This design comes from an exercise in tuning for small area, a short achievable clock period and few clock cycles per item on the open sky130 flow, not from production work. The RTL was checked by simulation tests, not by an equivalence proof against the original design.

==> inputs of ember <==
==> flow/design.v <==
module pagecode_dec (
  input  wire        clk,
  input  wire        rst,
  input  wire        in_valid,
  input  wire [7:0]  in_data,
  output wire        in_ready,
  output reg         out_valid,
  output reg         out_clean,
  output reg         out_poison,
  output reg         out_ok,
  output wire [2:0]  out_count,
  output wire [31:0] out_pos,
  output wire [31:0] out_val
);
  function automatic [7:0] gf_mul(input [7:0] a, input [7:0] b);
    integer i;
    reg [7:0] p, aa;
    begin
      p  = 8'h00;
      aa = a;
      for (i = 0; i < 8; i = i + 1) begin
        if (b[i]) p = p ^ aa;
        aa = {aa[6:0], 1'b0} ^ (aa[7] ? 8'h1d : 8'h00);
      end
      gf_mul = p;
    end
  endfunction
  function automatic [3:0] gf16_mul(input [3:0] a, input [3:0] b);
    reg [6:0] p;
    begin
      p = ({3'b0, a} & {7{b[0]}}) ^ ({2'b0, a, 1'b0} & {7{b[1]}}) ^
          ({1'b0, a, 2'b0} & {7{b[2]}}) ^ ({a, 3'b0} & {7{b[3]}});
      gf16_mul = p[3:0] ^ {p[6:4], 1'b0} ^ {1'b0, p[6:4]};
    end
  endfunction
  function automatic [3:0] gf16_sq(input [3:0] a);
    begin
      gf16_sq[0] = a[0] ^ a[2];
      gf16_sq[1] = a[2];
      gf16_sq[2] = a[1] ^ a[3];
      gf16_sq[3] = a[3];
    end
  endfunction
  function automatic [3:0] gf16_inv(input [3:0] a);
    begin
      case (a)
        4'd0: gf16_inv = 4'd0;
        4'd1: gf16_inv = 4'd1;
        4'd2: gf16_inv = 4'd9;
        4'd3: gf16_inv = 4'd14;
        4'd4: gf16_inv = 4'd13;
        4'd5: gf16_inv = 4'd11;
        4'd6: gf16_inv = 4'd7;
        4'd7: gf16_inv = 4'd6;
        4'd8: gf16_inv = 4'd15;
        4'd9: gf16_inv = 4'd2;
        4'd10: gf16_inv = 4'd12;
        4'd11: gf16_inv = 4'd5;
        4'd12: gf16_inv = 4'd10;
        4'd13: gf16_inv = 4'd4;
        4'd14: gf16_inv = 4'd3;
        4'd15: gf16_inv = 4'd8;
        default: gf16_inv = 4'd0;
      endcase
    end
  endfunction
  function automatic [7:0] gf_inv(input [7:0] a);
    reg [7:0] c, o;
    reg [3:0] a1, a0, d, di, sq, b1, b0;
    begin
      c[0] = a[0] ^ a[2] ^ a[4] ^ a[5] ^ a[6] ^ a[7];
      c[1] = a[2] ^ a[6] ^ a[7];
      c[2] = a[1] ^ a[2] ^ a[3] ^ a[4];
      c[3] = a[1] ^ a[4] ^ a[5] ^ a[6] ^ a[7];
      c[4] = a[2] ^ a[4] ^ a[5] ^ a[6] ^ a[7];
      c[5] = a[2] ^ a[5] ^ a[6];
      c[6] = a[1] ^ a[3] ^ a[4] ^ a[5];
      c[7] = a[5];
      a1 = c[7:4]; a0 = c[3:0];
      sq[0] = a1[0];
      sq[1] = a1[1] ^ a1[3];
      sq[2] = a1[3];
      sq[3] = a1[0] ^ a1[2];
      d = sq ^ gf16_mul(a1, a0) ^ gf16_sq(a0);
      di = gf16_inv(d);
      b1 = gf16_mul(a1, di);
      b0 = gf16_mul(a0 ^ a1, di);
      c = {b1, b0};
      o[0] = c[0] ^ c[4];
      o[1] = c[2] ^ c[3] ^ c[4] ^ c[6] ^ c[7];
      o[2] = c[2] ^ c[6] ^ c[7];
      o[3] = c[1] ^ c[2] ^ c[3] ^ c[7];
      o[4] = c[1] ^ c[4] ^ c[7];
      o[5] = c[7];
      o[6] = c[2] ^ c[5] ^ c[6];
      o[7] = c[1] ^ c[5] ^ c[7];
      gf_inv = o;
    end
  endfunction
  localparam [7:0] AM1 = 8'h8e, AM2 = 8'h47, AM3 = 8'had, AM4 = 8'hd8,
                   AM6 = 8'h36, AM8 = 8'h83;
  localparam [63:0] SP = 64'h32_8b_76_67_53_26_e2_00;
  integer i;
  reg  [7:0] cnt;               
  reg  [7:0] syn [0:7];
  wire first = (cnt == 8'd0);
  wire last  = (cnt == 8'd135);
  localparam [2:0] D_IDLE = 3'd0, D_F = 3'd1, D_UPD = 3'd2, D_DISC = 3'd3,
                   D_OMG = 3'd4, D_CHN = 3'd5, D_FIN = 3'd6, D_DONE = 3'd7;
  reg  [2:0] st;
  wire d_free = (st == D_IDLE) || (st == D_DONE);
  assign in_ready = !last || d_free;
  wire take = in_valid && in_ready;
  wire load = take && last;
  reg [7:0] syn_nx [0:7];
  always @(*) begin
    for (i = 0; i < 8; i = i + 1)
      syn_nx[i] = (first ? 8'h00 : gf_mul(syn[i], 8'h01 << i)) ^ in_data;
  end
  always @(posedge clk) begin
    if (rst)
      cnt <= 8'd0;
    else if (take)
      cnt <= last ? 8'd0 : cnt + 8'd1;
    if (take)
      for (i = 0; i < 8; i = i + 1)
        syn[i] <= syn_nx[i];
  end
  reg  [7:0] S    [0:7];        
  reg  [7:0] lam  [0:3];        
  reg  [7:0] bs   [0:3];        
  reg  [7:0] binv;              
  reg  [7:0] dacc;              
  reg  [2:0] r;                 
  reg  [2:0] k;                 
  reg  [2:0] sidx;              
  reg  [2:0] L;
  reg        fail;              
  reg        lch;               
  reg        clean_f, pois_f;
  reg  [6:0] q;                 
  reg        hid;               
  reg        pend;              
  reg  [1:0] pslot;
  reg  [2:0] nroot;
  reg  [3:0] en;                
  wire [7:0] s_sel = S[sidx];
  wire [7:0] fd    = dacc ^ s_sel;                  
  wire       mul_l = (st == D_DISC) || (st == D_OMG);
  wire [7:0] ma    = mul_l ? lam[k1] : (st == D_F) ? fd : dacc;
  wire [7:0] mb    = mul_l ? s_sel : (st == D_UPD) ? bs[k1] : binv;
  wire [7:0] p     = gf_mul(ma, mb);
  wire s_zero = (S[0] | S[1] | S[2] | S[3] | S[4] | S[5] | S[6] | S[7]) == 8'h00;
  wire s_pois = {S[7], S[6], S[5], S[4], S[3], S[2], S[1], S[0]} == SP;
  wire       fd_nz = (fd != 8'h00);
  wire       lc    = fd_nz && ({L, 1'b0} <= {1'b0, r});
  wire [3:0] lnew  = {1'b0, r} + 4'd1 - {1'b0, L};
  wire [7:0] ll1 = gf_mul(lam[0], AM1);
  wire [7:0] ll2 = gf_mul(lam[1], AM2);
  wire [7:0] ll3 = gf_mul(lam[2], AM3);
  wire [7:0] ll4 = gf_mul(lam[3], AM4);
  wire [7:0] lv_hi = 8'h01 ^ lam[0] ^ lam[1] ^ lam[2] ^ lam[3];
  wire [7:0] lv_lo = 8'h01 ^ ll1 ^ ll2 ^ ll3 ^ ll4;
  wire       rt_hi = (lv_hi == 8'h00) && !hid;
  wire       rt_lo = (lv_lo == 8'h00);
  wire [7:0] dv_hi = lam[0] ^ lam[2];
  wire [7:0] dv_lo = ll1 ^ ll3;
  wire [7:0] ov_hi = bs[0] ^ bs[1] ^ bs[2] ^ bs[3];
  wire [7:0] ov_lo = bs[0] ^ gf_mul(bs[1], AM1) ^ gf_mul(bs[2], AM2) ^ gf_mul(bs[3], AM3);
  wire       rt    = rt_hi || rt_lo;
  wire       adv   = !(rt_hi && rt_lo);
  wire [1:0] slot  = L[1:0] - 2'd1 - nroot[1:0];
  wire [7:0] inv_in = (st == D_CHN) ? (rt_hi ? dv_hi : dv_lo) : fd;
  wire [7:0] inv_o  = gf_inv(inv_in);
  wire [1:0] k1 = k[1:0] - 2'd1;                    
  wire [1:0] k2 = k[1:0] - 2'd2;
  wire [2:0] kmax = r[2] ? 3'd4 : r;                
  wire [2:0] jmax = (r == 3'd0) ? 3'd2 : (r == 3'd1) ? 3'd3 : 3'd4;
  always @(posedge clk) begin
    if (rst) begin
      st        <= D_IDLE;
      out_valid <= 1'b0;
    end else begin
      out_valid <= 1'b0;
      case (st)
        D_F: begin
          if (r == 3'd0) begin
            clean_f <= s_zero;
            pois_f  <= s_pois;
          end
          dacc <= p;
          lch  <= lc;
          if (lc) begin
            binv <= inv_o;
            L    <= lnew[2:0];
          end
          if (r == 3'd0) begin
            lam[0] <= fd;
            if (!fd_nz) begin
              bs[0] <= 8'h00;
              bs[1] <= 8'h01;
            end
            k    <= 3'd1;
            sidx <= 3'd0;
            r    <= 3'd1;
            st   <= s_zero ? D_FIN : D_DISC;
          end else if (lc && lnew > 4'd4) begin
            fail <= 1'b1;
            st   <= D_FIN;
          end else begin
            k  <= jmax;
            st <= D_UPD;
          end
        end
        D_UPD: begin
          lam[k1] <= lam[k1] ^ p;
          if (r == 3'd7)
            bs[k1] <= S[k1];
          else if (k == 3'd1)
            bs[0] <= lch ? 8'h01 : 8'h00;
          else
            bs[k1] <= lch ? lam[k2] : bs[k2];
          if (k == 3'd1) begin
            if (r == 3'd7) begin
              r    <= 3'd1;
              sidx <= 3'd0;
              st   <= D_OMG;
            end else begin
              r    <= r + 3'd1;
              sidx <= r;
              st   <= D_DISC;
            end
          end else begin
            k <= k - 3'd1;
          end
        end
        D_DISC: begin
          dacc <= ((k == 3'd1) ? 8'h00 : dacc) ^ p;
          if (k == kmax) begin
            sidx <= r;
            st   <= D_F;
          end else begin
            k    <= k + 3'd1;
            sidx <= sidx - 3'd1;
          end
        end
        D_OMG: begin
          bs[r[1:0]] <= bs[r[1:0]] ^ p;
          if (k == r) begin
            if (r == 3'd3) begin
              q  <= 7'd67;
              st <= D_CHN;
            end else begin
              r    <= r + 3'd1;
              k    <= 3'd1;
              sidx <= r;
            end
          end else begin
            k    <= k + 3'd1;
            sidx <= sidx - 3'd1;
          end
        end
        D_CHN: begin
          if (pend)
            S[3'd4 + pslot] <= p;
          pend <= rt;
          if (rt) begin
            dacc     <= rt_hi ? ov_hi : ov_lo;
            binv     <= inv_o;
            S[slot]  <= {q, !rt_hi ? 1'b0 : 1'b1};
            pslot    <= slot;
            nroot    <= nroot + 3'd1;
          end
          hid <= !adv;
          if (adv) begin
            lam[0] <= gf_mul(ll1, AM1);
            lam[1] <= gf_mul(lam[1], AM4);
            lam[2] <= gf_mul(lam[2], AM6);
            lam[3] <= gf_mul(lam[3], AM8);
            bs[1]  <= gf_mul(bs[1], AM2);
            bs[2]  <= gf_mul(bs[2], AM4);
            bs[3]  <= gf_mul(bs[3], AM6);
            q      <= q - 7'd1;
            if (q == 7'd0)
              st <= D_FIN;
          end
        end
        D_FIN: begin
          if (pend)
            S[3'd4 + pslot] <= p;
          out_valid  <= 1'b1;
          out_clean  <= clean_f;
          out_poison <= pois_f;
          out_ok     <= clean_f || (!fail && nroot == L);
          for (i = 0; i < 4; i = i + 1)
            en[i] <= !clean_f && !fail && (nroot == L) && (i < L);
          st <= D_DONE;
        end
        D_DONE: st <= D_IDLE;
        default: ;
      endcase
      if (load) begin
        for (i = 0; i < 8; i = i + 1)
          S[i] <= syn_nx[i];
        for (i = 0; i < 4; i = i + 1) begin
          lam[i] <= 8'h00;
          bs[i]  <= (i == 0) ? 8'h01 : 8'h00;
        end
        binv  <= 8'h01;
        dacc  <= 8'h00;
        L     <= 3'd0;
        fail  <= 1'b0;
        r     <= 3'd0;
        sidx  <= 3'd0;
        hid   <= 1'b0;
        pend  <= 1'b0;
        nroot <= 3'd0;
        st    <= D_F;
      end
    end
  end
  assign out_pos = {S[3] & {8{en[3]}}, S[2] & {8{en[2]}},
                    S[1] & {8{en[1]}}, S[0] & {8{en[0]}}};
  assign out_val = {S[7] & {8{en[3]}}, S[6] & {8{en[2]}},
                    S[5] & {8{en[1]}}, S[4] & {8{en[0]}}};
  assign out_count = {en[3], en[1] & !en[3], (en[0] & !en[1]) | (en[2] & !en[3])};
endmodule
==> flow/run.sh <==
#!/bin/bash
# synth_recipe.tcl (not shown) runs the flow's synth.tcl, then flattens the netlist and writes it again
# the make line also repeats each setting of config.mk as NAME=value (left out here)
make -C /OpenROAD-flow-scripts/flow DESIGN_CONFIG=/design/flow/config.mk WORK_HOME=/design/flow/orfs CLKGATE_MAP_FILE= SYNTH_SCRIPT=/design/flow/synth_recipe.tcl finish
==> flow/config.mk <==
export PLATFORM = sky130hd
export DESIGN_NAME = pagecode_dec
export DESIGN_NICKNAME = pagecode_dec
export VERILOG_FILES = /design/flow/design.v
export SDC_FILE = /design/flow/constraint.sdc
export NUM_CORES = 4
export LEC_CHECK = 0
export CAP_MARGIN = 20
export CORE_MARGIN = 2
export CORE_UTILIZATION = 40
export SLEW_MARGIN = 20
==> flow/constraint.sdc <==
create_clock -name core_clock -period 12.0 [get_ports {clk}]
set_input_delay 2.4000 -clock core_clock [delete_from_list [all_inputs] [get_ports {clk}]]
set_output_delay 2.4000 -clock core_clock [all_outputs]
set_load 0.01 [all_outputs]
==> lagoon (differences from ember) <==
==> flow/design.v, changed modules only <==
module pagecode_dec (
  input  wire        clk,
  input  wire        rst,
  input  wire        in_valid,
  input  wire [7:0]  in_data,
  output wire        in_ready,
  output reg         out_valid,
  output reg         out_clean,
  output reg         out_poison,
  output reg         out_ok,
  output wire [2:0]  out_count,
  output wire [31:0] out_pos,
  output wire [31:0] out_val
);
  function automatic [7:0] gf_mul(input [7:0] a, input [7:0] b);
    integer i;
    reg [7:0] p, aa;
    begin
      p  = 8'h00;
      aa = a;
      for (i = 0; i < 8; i = i + 1) begin
        if (b[i]) p = p ^ aa;
        aa = {aa[6:0], 1'b0} ^ (aa[7] ? 8'h1d : 8'h00);
      end
      gf_mul = p;
    end
  endfunction
  localparam [255:0] INV_B0 = 256'hb8f734a2d273325e1ddb8684655abf0d2bbe4edadfd2e40adc26640e64005732;
  localparam [255:0] INV_B1 = 256'h717bc55626e88fc1ecfdc36ec15a54014f60cd4e7d22bc7316acfca0e2a2a0f4;
  localparam [255:0] INV_B2 = 256'hfa261a1704c8329cd7c7dddd5eee8c7af60066e3704878eb649c946306e0d73c;
  localparam [255:0] INV_B3 = 256'hf4a891027815e8a268dc7f0537fb2939e9f9669c242d0e263c8facc7c2697fc4;
  localparam [255:0] INV_B4 = 256'hfa444fabdfdaababb860da150eb3929bcbee895a5121991f4180472c072bdec8;
  localparam [255:0] INV_B5 = 256'hfc0fffee0e1be67ccafeca109420aed4cab1fc1148c725459a1cd15790b231e8;
  localparam [255:0] INV_B6 = 256'hffcb97cc0efe2f120b3e0168428eb172e3fa25ae8e84602e85e58b3b46df4458;
  localparam [255:0] INV_B7 = 256'ha6ef4dfc90dc53e4f1f7d12ede3280e4f97a2e341618825c9c3222823b15afac;
  function automatic [7:0] gf_inv(input [7:0] a);
    begin
      gf_inv = {INV_B7[a], INV_B6[a], INV_B5[a], INV_B4[a],
                INV_B3[a], INV_B2[a], INV_B1[a], INV_B0[a]};
    end
  endfunction
  localparam [7:0] AM1 = 8'h8e, AM2 = 8'h47, AM3 = 8'had, AM4 = 8'hd8,
                   AM6 = 8'h36, AM8 = 8'h83;
  localparam [63:0] SP = 64'h32_8b_76_67_53_26_e2_00;
  integer i;
  reg  [7:0] cnt;               
  reg  [7:0] syn [0:7];
  wire first = (cnt == 8'd0);
  wire last  = (cnt == 8'd135);
  localparam [2:0] D_IDLE = 3'd0, D_F = 3'd1, D_UPD = 3'd2, D_DISC = 3'd3,
                   D_OMG = 3'd4, D_CHN = 3'd5, D_FIN = 3'd6, D_DONE = 3'd7;
  reg  [2:0] st;
  wire d_free = (st == D_IDLE) || (st == D_DONE);
  assign in_ready = !last || d_free;
  wire take = in_valid && in_ready;
  wire load = take && last;
  reg [7:0] syn_nx [0:7];
  always @(*) begin
    for (i = 0; i < 8; i = i + 1)
      syn_nx[i] = (first ? 8'h00 : gf_mul(syn[i], 8'h01 << i)) ^ in_data;
  end
  always @(posedge clk) begin
    if (rst)
      cnt <= 8'd0;
    else if (take)
      cnt <= last ? 8'd0 : cnt + 8'd1;
    if (take)
      for (i = 0; i < 8; i = i + 1)
        syn[i] <= syn_nx[i];
  end
  reg  [7:0] S    [0:7];        
  reg  [7:0] lam  [1:4];        
  reg  [7:0] bs   [1:4];        
  reg  [7:0] binv;              
  reg  [7:0] dacc;              
  reg  [2:0] r;                 
  reg  [2:0] k;                 
  reg  [2:0] sidx;              
  reg  [2:0] L;
  reg        fail;              
  reg        lch;               
  reg        clean_f, pois_f;
  reg  [6:0] q;                 
  reg        hid;               
  reg        pend;              
  reg  [1:0] pslot;
  reg  [2:0] nroot;
  reg  [3:0] en;                
  wire [7:0] s_sel = S[sidx];
  wire [7:0] fd    = dacc ^ s_sel;                  
  wire       mul_l = (st == D_DISC) || (st == D_OMG);
  wire [7:0] ma    = mul_l ? lam[k] : (st == D_F) ? fd : dacc;
  wire [7:0] mb    = mul_l ? s_sel : (st == D_UPD) ? bs[k] : binv;
  wire [7:0] p     = gf_mul(ma, mb);
  wire s_zero = (S[0] | S[1] | S[2] | S[3] | S[4] | S[5] | S[6] | S[7]) == 8'h00;
  wire s_pois = {S[7], S[6], S[5], S[4], S[3], S[2], S[1], S[0]} == SP;
  wire       fd_nz = (fd != 8'h00);
  wire       lc    = fd_nz && ({L, 1'b0} <= {1'b0, r});
  wire [3:0] lnew  = {1'b0, r} + 4'd1 - {1'b0, L};
  wire [7:0] ll1 = gf_mul(lam[1], AM1);
  wire [7:0] ll2 = gf_mul(lam[2], AM2);
  wire [7:0] ll3 = gf_mul(lam[3], AM3);
  wire [7:0] ll4 = gf_mul(lam[4], AM4);
  wire [7:0] lv_hi = 8'h01 ^ lam[1] ^ lam[2] ^ lam[3] ^ lam[4];
  wire [7:0] lv_lo = 8'h01 ^ ll1 ^ ll2 ^ ll3 ^ ll4;
  wire       rt_hi = (lv_hi == 8'h00) && !hid;
  wire       rt_lo = (lv_lo == 8'h00);
  wire [7:0] dv_hi = lam[1] ^ lam[3];
  wire [7:0] dv_lo = ll1 ^ ll3;
  wire [7:0] ov_hi = bs[1] ^ bs[2] ^ bs[3] ^ bs[4];
  wire [7:0] ov_lo = bs[1] ^ gf_mul(bs[2], AM1) ^ gf_mul(bs[3], AM2) ^ gf_mul(bs[4], AM3);
  wire       rt    = rt_hi || rt_lo;
  wire       adv   = !(rt_hi && rt_lo);
  wire [1:0] slot  = L[1:0] - 2'd1 - nroot[1:0];
  wire [7:0] inv_in = (st == D_CHN) ? (rt_hi ? dv_hi : dv_lo) : fd;
  wire [7:0] inv_o  = gf_inv(inv_in);
  wire [2:0] kmax = r[2] ? 3'd4 : r;                
  wire [2:0] jmax = (r == 3'd0) ? 3'd2 : (r == 3'd1) ? 3'd3 : 3'd4;
  always @(posedge clk) begin
    if (rst) begin
      st        <= D_IDLE;
      out_valid <= 1'b0;
    end else begin
      out_valid <= 1'b0;
      case (st)
        D_F: begin
          if (r == 3'd0) begin
            clean_f <= s_zero;
            pois_f  <= s_pois;
          end
          dacc <= p;
          lch  <= lc;
          if (lc) begin
            binv <= inv_o;
            L    <= lnew[2:0];
          end
          if (r == 3'd0) begin
            lam[1] <= fd;
            if (!fd_nz) begin
              bs[1] <= 8'h00;
              bs[2] <= 8'h01;
            end
            k    <= 3'd1;
            sidx <= 3'd0;
            r    <= 3'd1;
            st   <= s_zero ? D_FIN : D_DISC;
          end else if (lc && lnew > 4'd4) begin
            fail <= 1'b1;
            st   <= D_FIN;
          end else begin
            k  <= jmax;
            st <= D_UPD;
          end
        end
        D_UPD: begin
          lam[k] <= lam[k] ^ p;
          if (r == 3'd7)
            bs[k] <= S[k - 3'd1];
          else if (k == 3'd1)
            bs[k] <= lch ? 8'h01 : 8'h00;
          else
            bs[k] <= lch ? lam[k - 3'd1] : bs[k - 3'd1];
          if (k == 3'd1) begin
            if (r == 3'd7) begin
              r    <= 3'd1;
              sidx <= 3'd0;
              st   <= D_OMG;
            end else begin
              r    <= r + 3'd1;
              sidx <= r;
              st   <= D_DISC;
            end
          end else begin
            k <= k - 3'd1;
          end
        end
        D_DISC: begin
          dacc <= ((k == 3'd1) ? 8'h00 : dacc) ^ p;
          if (k == kmax) begin
            sidx <= r;
            st   <= D_F;
          end else begin
            k    <= k + 3'd1;
            sidx <= sidx - 3'd1;
          end
        end
        D_OMG: begin
          bs[r + 3'd1] <= bs[r + 3'd1] ^ p;
          if (k == r) begin
            if (r == 3'd3) begin
              q  <= 7'd67;
              st <= D_CHN;
            end else begin
              r    <= r + 3'd1;
              k    <= 3'd1;
              sidx <= r;
            end
          end else begin
            k    <= k + 3'd1;
            sidx <= sidx - 3'd1;
          end
        end
        D_CHN: begin
          if (pend)
            S[3'd4 + pslot] <= p;
          pend <= rt;
          if (rt) begin
            dacc     <= rt_hi ? ov_hi : ov_lo;
            binv     <= inv_o;
            S[slot]  <= {q, !rt_hi ? 1'b0 : 1'b1};
            pslot    <= slot;
            nroot    <= nroot + 3'd1;
          end
          hid <= !adv;
          if (adv) begin
            lam[1] <= gf_mul(ll1, AM1);
            lam[2] <= gf_mul(lam[2], AM4);
            lam[3] <= gf_mul(lam[3], AM6);
            lam[4] <= gf_mul(lam[4], AM8);
            bs[2]  <= gf_mul(bs[2], AM2);
            bs[3]  <= gf_mul(bs[3], AM4);
            bs[4]  <= gf_mul(bs[4], AM6);
            q      <= q - 7'd1;
            if (q == 7'd0)
              st <= D_FIN;
          end
        end
        D_FIN: begin
          if (pend)
            S[3'd4 + pslot] <= p;
          out_valid  <= 1'b1;
          out_clean  <= clean_f;
          out_poison <= pois_f;
          out_ok     <= clean_f || (!fail && nroot == L);
          for (i = 0; i < 4; i = i + 1)
            en[i] <= !clean_f && !fail && (nroot == L) && (i < L);
          st <= D_DONE;
        end
        D_DONE: st <= D_IDLE;
        default: ;
      endcase
      if (load) begin
        for (i = 0; i < 8; i = i + 1)
          S[i] <= syn_nx[i];
        for (i = 1; i <= 4; i = i + 1) begin
          lam[i] <= 8'h00;
          bs[i]  <= (i == 1) ? 8'h01 : 8'h00;
        end
        binv  <= 8'h01;
        dacc  <= 8'h00;
        L     <= 3'd0;
        fail  <= 1'b0;
        r     <= 3'd0;
        sidx  <= 3'd0;
        hid   <= 1'b0;
        pend  <= 1'b0;
        nroot <= 3'd0;
        st    <= D_F;
      end
    end
  end
  assign out_pos = {S[3] & {8{en[3]}}, S[2] & {8{en[2]}},
                    S[1] & {8{en[1]}}, S[0] & {8{en[0]}}};
  assign out_val = {S[7] & {8{en[3]}}, S[6] & {8{en[2]}},
                    S[5] & {8{en[1]}}, S[4] & {8{en[0]}}};
  assign out_count = {en[3], en[1] & !en[3], (en[0] & !en[1]) | (en[2] & !en[3])};
endmodule
==> qor summary <==
item                                                           ember      lagoon
CTS clk-pin slew, worst paths                                0.06 ns     0.07 ns
Horizontal extent of the die                                234.2 um    259.2 um
Status                                      timing/DRC/antenna clean  timing/DRC/antenna clean
Sequential cells                                                 262         327
Share of cells above drive strength 1                        0.09181      0.1172
Met3 global-route usage                                      0.05423     0.06366
Worst Hold Slack                                           0.4630 ns   0.4734 ns
Fraction of met2 tracks used by global routing                0.3897      0.4246
Multi-input logic area                                    13,040 um2  15,380 um2
Die Outline Area                                          54,830 um2  67,180 um2
Fraction of area in multi-input gates                         0.5550      0.5318
Placed inst area                                          22,410 um2  27,460 um2
Met3 wire length                                            6.671 mm    10.75 mm
Vias per cell                                                  5.833       6.376
Initial DRC count                                              1,916       3,746
Number of cells in the design after placement                  2,950       3,445
Testbench counts of ember, summed over its fixed seeds: cycles 53,158, items 384.
Testbench counts of lagoon, summed over its fixed seeds: cycles 53,158, items 384.

re-timing with driven ports:
The flow's constraints put no driver on any port. The routed layouts listed below were extracted and timed again, unchanged, in two steps. Step 1, drivers: a clkbuf_16 drives clk and a buf_2 each remaining input, both assumed. Step 2 moves the port delays by t, midway between the first and last clock arrival at a register: inputs arrive t later, outputs are due t later. That takes back most of the time a late clock gives input paths. a / b / c = ideal ports / drivers / drivers and shift; a / b = the first two.
run | shift t [ns] | slack for setup (ns) | clock arrival spread, ns | worst register clock-pin slew, ns
ember | 0.661 | 4.068 / 4.068 / 4.068 | 0.013 / 0.013 | 0.07 / 0.07
lagoon | 0.635 | 6.171 / 6.171 / 6.171 | 0.032 / 0.032 | 0.07 / 0.07
After both steps every run listed still meets setup and hold.
